This is an optimization exercise on Yosys and OpenROAD, whose aim is small area, a short achievable clock period and few clock cycles per item, not a production implementation. RTL that was checked went through simulation tests only; none was proved equivalent to the original.

## ln_aes128
module ln_aes128 (
    input  wire         clk,
    input  wire         rst,       
    input  wire         start,     
    input  wire [127:0] key,
    input  wire [127:0] din,
    output wire         ready,
    output reg          done,      
    output wire [127:0] dout
);
    function [7:0] aes_sbox;
        input [7:0] x;
        reg U0, U1, U2, U3, U4, U5, U6, U7, T1, T2, T3, T4, T5, T6, T7, T8, T9, T10, T11, T12, T13, T14, T15, T16, T17, T18, T19, T20, T21, T22, T23, T24, T25, T26, T27, D, M1, M2, M3, M4, M5, M6, M7, M8, M9, M10, M11, M12, M13, M14, M15, M16, M17, M18, M19, M20, M21, M22, M23, M24, M25, M26, M27, M28, M29, M30, M31, M32, M33, M34, M35, M36, M37, M38, M39, M40, M41, M42, M43, M44, M45, M46, M47, M48, M49, M50, M51, M52, M53, M54, M55, M56, M57, M58, M59, M60, M61, M62, M63, L0, L1, L2, L3, L4, L5, L6, L7, L8, L9, L10, L11, L12, L13, L14, L15, L16, L17, L18, L19, L20, L21, L22, L23, L24, L25, L26, L27, L28, L29;
        begin
            U0 = x[7];
            U1 = x[6];
            U2 = x[5];
            U3 = x[4];
            U4 = x[3];
  ...
Settings: LEC_CHECK=0, CAP_MARGIN=20, CELL_PAD_IN_SITES_DETAIL_PLACEMENT=0, CELL_PAD_IN_SITES_GLOBAL_PLACEMENT=0, CORE_MARGIN=2, CORE_UTILIZATION=60, CTS_BUF_LIST=sky130_fd_sc_hd__clkbuf_2 sky130_fd_sc_hd__clkbuf_4, CTS_CLUSTER_SIZE=30, GPL_ROUTABILITY_DRIVEN=1, PLACE_DENSITY=0.75, SETUP_SLACK_MARGIN=3.3, SLEW_MARGIN=20, TNS_END_PERCENT=30; clock period 10.0 ns.
standard.sh (not shown) runs the stock make flow with config.mk's settings and CLKGATE_MAP_FILE= SYNTH_SCRIPT=/design/flow/synth_recipe.tcl, a recipe that flattens the netlist after the stock synthesis.
==> flow/flow/run.sh <==
#!/bin/bash
# Own layout flow: the standard layout (standard.sh), except that
#  - the technology mapping step of the standard synthesis runs ABC with the
#    script in flow/map.abc instead of ORFS's abc_speed/abc_area script;
#  - every input and output port still gets its own buffer, but the port
#    buffers are sky130_fd_sc_hd__buf_1 (buffer_ports -buffer_cell);
#  - the floorplan step does not run its pre-placement timing repair, which
#    times the unplaced netlist with wire-load models (REMOVE_ABC_BUFFERS=1);
#    timing is repaired after placement, CTS and global routing as usual;
#  - clock tree synthesis runs with ORFS's arguments plus -dont_use_dummy_load
#    (no dummy load cells on the clock tree), with clkbuf_2 and clkbuf_4 buffers and sink clusters of up to 30.
# Everything else (Yosys passes, flip-flop mapping, flattening, renaming,
# floorplan, placement, CTS, routing) is the standard flow unchanged.
set -euo pipefail
W=$(pwd)
# ORFS synth.tcl with only the ABC script swapped
sed -e "s#log_cmd abc {\*}\$abc_args#log_cmd abc -script $W/flow/map.abc {*}[lrange \$abc_args 2 end]#" \
    "$FLOW_HOME/scripts/synth.tcl" > "$W/synth_mod.tcl"
grep -q "flow/map.abc" "$W/synth_mod.tcl"
# synth_recipe.tcl with synth.tcl replaced by the copy above
sed -e "s#source \$::env(SCRIPTS_DIR)/synth.tcl#source $W/synth_mod.tcl#" \
    "$W/synth_recipe.tcl" > "$W/own_synth.tcl"
grep -q "synth_mod.tcl" "$W/own_synth.tcl"
# standard.sh with the synthesis script replaced
sed -e "s#SYNTH_SCRIPT=[^ ]*#SYNTH_SCRIPT=$W/own_synth.tcl 'BUFFER_PORTS_ARGS=-inputs -outputs -buffer_cell sky130_fd_sc_hd__buf_1' REMOVE_ABC_BUFFERS=1 'CTS_ARGS=-sink_clustering_enable -repair_clock_nets -dont_use_dummy_load -buf_list {sky130_fd_sc_hd__clkbuf_2 sky130_fd_sc_hd__clkbuf_4} -sink_clustering_size 30'#" \
    "$W/standard.sh" > "$W/own_standard.sh"
grep -q "own_synth.tcl" "$W/own_standard.sh"
grep -q "buffer_cell" "$W/own_standard.sh"
grep -q "REMOVE_ABC_BUFFERS=1" "$W/own_standard.sh"
grep -q "dont_use_dummy_load" "$W/own_standard.sh"
bash "$W/own_standard.sh" finish > "$W/flow_make.log" 2>&1
test -f "$W/out/final.def"
==> flow/flow/map.abc <==
strash; &get -n; &dch -f; &nf -R 1000; &put; topo; stime -c
Testbench counts at the start, summed over its fixed seeds: cycles 16,000, blocks 1,600.
Next try:
CORE_UTILIZATION = 68   (was 60)
PLACE_DENSITY = 0.8   (was 0.75)
SETUP_SLACK_MARGIN = 3.0   (was 3.3)
TNS_END_PERCENT = unset   (was 30)
Outcome:
- setup slack degrades by 0.29 ns
- non-clock buffer count drops by 13
- first-iteration DRC count climbs by 31%
- sequential cell count is unchanged
- design area drops by 2.5%
- fmax goes down by 4.3%
- clock-buffer cell count goes up by 1
- wire length went down by 2.5%
- global-route usage rose by 4.7 points
Next try:
CORE_UTILIZATION = 60   (was 68)
PLACE_DENSITY = 0.75   (was 0.8)
SETUP_SLACK_MARGIN = 3.6   (was 3.0)
TNS_END_PERCENT = 30   (was unset)
Effect:
- The changed run went through all stages and came out clean
- routed wire length rises by a few percent
- count of clock-buffer cells in the layout falls by 1
- core utilization falls by 3.8 points
Next try:
SETUP_SLACK_MARGIN = 2.7   (was 3.6)
TNS_END_PERCENT = unset   (was 30)
Cell area fell by 7.7%.
Synthesized cell count stays the same.
Maximum frequency fell by 11%.
Die area does not change.
Non-clock buffer count decreases by 77.
Clock-buffer cell count stays the same.
Wire length came out lower by 3.8%.
Final cell count goes down by 1.5%.
Core utilization is lower by 5.6 points.
Next try:
SETUP_SLACK_MARGIN = 3.3   (was 2.7)
TNS_END_PERCENT = 10   (was unset)
After rerunning:
- The new run completed with no timing, DRC or antenna violations
- via count goes up by 1.2%
- routed wire length goes up by 2.0%
- sequential cell count is unchanged
- die area stays the same
Next try:
SETUP_SLACK_MARGIN = 3.0   (was 3.3)
TNS_END_PERCENT = unset   (was 10)
Worst hold slack is about the same.
Sequential share of layout area goes up by 0.19 points.
Cell area goes down slightly.
Synthesized area does not change.
First-iteration DRC count goes up slightly.
Setup slack gets worse by 0.15 ns.


ln_aes128, a different RTL version from the one above (not shown whole).
Size in the first run: ~4,100 cells after synthesis, ~390 I/O pins, roughly 34,000 sq um of cells after synthesis.
clock: 10.0 ns
lec_check: 0
cap_margin: 20
cell_pad_in_sites_detail_placement: 0
cell_pad_in_sites_global_placement: 0
core_margin: 2
core_utilization: 60
cts_buf_list: sky130_fd_sc_hd__clkbuf_4 sky130_fd_sc_hd__clkbuf_8
gpl_routability_driven: 1
place_density: 0.75
setup_slack_margin: 3.0
slew_margin: 20
==> flow/flow/run.sh <==
#!/bin/bash
# Own layout flow: the standard layout (standard.sh), except that
#  - the technology mapping step of the standard synthesis runs ABC with the
#    script in flow/map.abc instead of ORFS's abc_speed/abc_area script;
#  - every input and output port still gets its own buffer, but the port
#    buffers are sky130_fd_sc_hd__buf_1 (buffer_ports -buffer_cell);
#  - the floorplan step does not run its pre-placement timing repair, which
#    times the unplaced netlist with wire-load models (REMOVE_ABC_BUFFERS=1);
#    timing is repaired after placement, CTS and global routing as usual;
#  - clock tree synthesis runs with ORFS's arguments plus -dont_use_dummy_load
#    (no dummy load cells on the clock tree), with the CTS_BUF_LIST buffers.
# Everything else (Yosys passes, flip-flop mapping, flattening, renaming,
# floorplan, placement, CTS, routing) is the standard flow unchanged.
set -euo pipefail
W=$(pwd)
# ORFS synth.tcl with only the ABC script swapped
sed -e "s#log_cmd abc {\*}\$abc_args#log_cmd abc -script $W/flow/map.abc {*}[lrange \$abc_args 2 end]#" \
    "$FLOW_HOME/scripts/synth.tcl" > "$W/synth_mod.tcl"
grep -q "flow/map.abc" "$W/synth_mod.tcl"
# synth_recipe.tcl with synth.tcl replaced by the copy above
sed -e "s#source \$::env(SCRIPTS_DIR)/synth.tcl#source $W/synth_mod.tcl#" \
    "$W/synth_recipe.tcl" > "$W/own_synth.tcl"
grep -q "synth_mod.tcl" "$W/own_synth.tcl"
# standard.sh with the synthesis script replaced
sed -e "s#SYNTH_SCRIPT=[^ ]*#SYNTH_SCRIPT=$W/own_synth.tcl 'BUFFER_PORTS_ARGS=-inputs -outputs -buffer_cell sky130_fd_sc_hd__buf_1' REMOVE_ABC_BUFFERS=1 'CTS_ARGS=-sink_clustering_enable -repair_clock_nets -dont_use_dummy_load -buf_list {sky130_fd_sc_hd__clkbuf_4 sky130_fd_sc_hd__clkbuf_8}'#" \
    "$W/standard.sh" > "$W/own_standard.sh"
grep -q "own_synth.tcl" "$W/own_standard.sh"
grep -q "buffer_cell" "$W/own_standard.sh"
grep -q "REMOVE_ABC_BUFFERS=1" "$W/own_standard.sh"
grep -q "dont_use_dummy_load" "$W/own_standard.sh"
bash "$W/own_standard.sh" finish > "$W/flow_make.log" 2>&1
test -f "$W/out/final.def"
Scripts as last shown in full above: flow/flow/map.abc
The first run completed with no timing, DRC or antenna violations.
Edit:
--- a/flow/flow/run.sh
+++ b/flow/flow/run.sh
@@ -7,7 +7,5 @@
 #  - the floorplan step does not run its pre-placement timing repair, which
 #    times the unplaced netlist with wire-load models (REMOVE_ABC_BUFFERS=1);
-#    timing is repaired after placement, CTS and global routing as usual;
-#  - clock tree synthesis runs with ORFS's arguments plus -dont_use_dummy_load
-#    (no dummy load cells on the clock tree), with the CTS_BUF_LIST buffers.
+#    timing is repaired after placement, CTS and global routing as usual.
 # Everything else (Yosys passes, flip-flop mapping, flattening, renaming,
 # floorplan, placement, CTS, routing) is the standard flow unchanged.
@@ -23,10 +21,9 @@
 grep -q "synth_mod.tcl" "$W/own_synth.tcl"
 # standard.sh with the synthesis script replaced
-sed -e "s#SYNTH_SCRIPT=[^ ]*#SYNTH_SCRIPT=$W/own_synth.tcl 'BUFFER_PORTS_ARGS=-inputs -outputs -buffer_cell sky130_fd_sc_hd__buf_1' REMOVE_ABC_BUFFERS=1 'CTS_ARGS=-sink_clustering_enable -repair_clock_nets -dont_use_dummy_load -buf_list {sky130_fd_sc_hd__clkbuf_4 sky130_fd_sc_hd__clkbuf_8}'#" \
+sed -e "s#SYNTH_SCRIPT=[^ ]*#SYNTH_SCRIPT=$W/own_synth.tcl 'BUFFER_PORTS_ARGS=-inputs -outputs -buffer_cell sky130_fd_sc_hd__buf_1' REMOVE_ABC_BUFFERS=1#" \
     "$W/standard.sh" > "$W/own_standard.sh"
 grep -q "own_synth.tcl" "$W/own_standard.sh"
 grep -q "buffer_cell" "$W/own_standard.sh"
 grep -q "REMOVE_ABC_BUFFERS=1" "$W/own_standard.sh"
-grep -q "dont_use_dummy_load" "$W/own_standard.sh"
 bash "$W/own_standard.sh" finish > "$W/flow_make.log" 2>&1
 test -f "$W/out/final.def"
Result: Worst setup slack degrades by 19 ps. Via count stays flat. Clock skew drops by 12 ps. Core utilization went up by 0.51 points. Hold slack gets better by 8.2 ps. Count of clock-buffer cells in the layout rises by 23.
No functional check of the RTL was part of any run of this note.

==> port drivers added, routing unchanged <==
How much do the figures lean on ideal ports? The routed layouts below were timed once more, with nothing changed but the port constraints.
Step 1: set_driving_cell puts a clkbuf_16 on clk and a buf_2 on each other input, an assumption about the parent block.
Step 2 moves the port delays by t, midway between the first and last clock arrival at a register: inputs arrive t later, outputs are due t later. That takes back most of the time a late clock gives input paths.
Slacks: no drivers / after step 1 / after step 2; pairs: no drivers / after step 1.
run	t (ns)	setup slack, ns	hold slack, ns	worst setup path after step 2
the first run of note 1	0.857	3.427 / 3.463 / 2.606	0.532 / 0.532 / 0.532	input to register
the second run of note 1	0.829	3.134 / 3.178 / 2.349	0.522 / 0.522 / 0.522	input to register
the third run of note 1	0.859	3.726 / 3.756 / 2.897	0.533 / 0.533 / 0.533	input to register
the fourth run of note 1	0.847	2.947 / 2.980 / 2.133	0.532 / 0.532 / 0.532	input to register
the fifth run of note 1	0.850	3.357 / 3.386 / 2.536	0.532 / 0.532 / 0.532	input to register
the sixth run of note 1	0.861	3.203 / 3.233 / 2.372	0.530 / 0.530 / 0.530	input to register
the first run of note 2	0.685	3.163 / 3.202 / 2.517	0.646 / 0.646 / 0.646	input to register
the second run of note 2	0.701	3.144 / 3.144 / 2.548	0.654 / 0.654 / 0.654	input to register
After both steps every run listed still meets setup and hold. For the sixth run of note 1, which loses most, drivers alone change the setup slack by +0.030 ns; drivers and shift together by -0.831 ns.
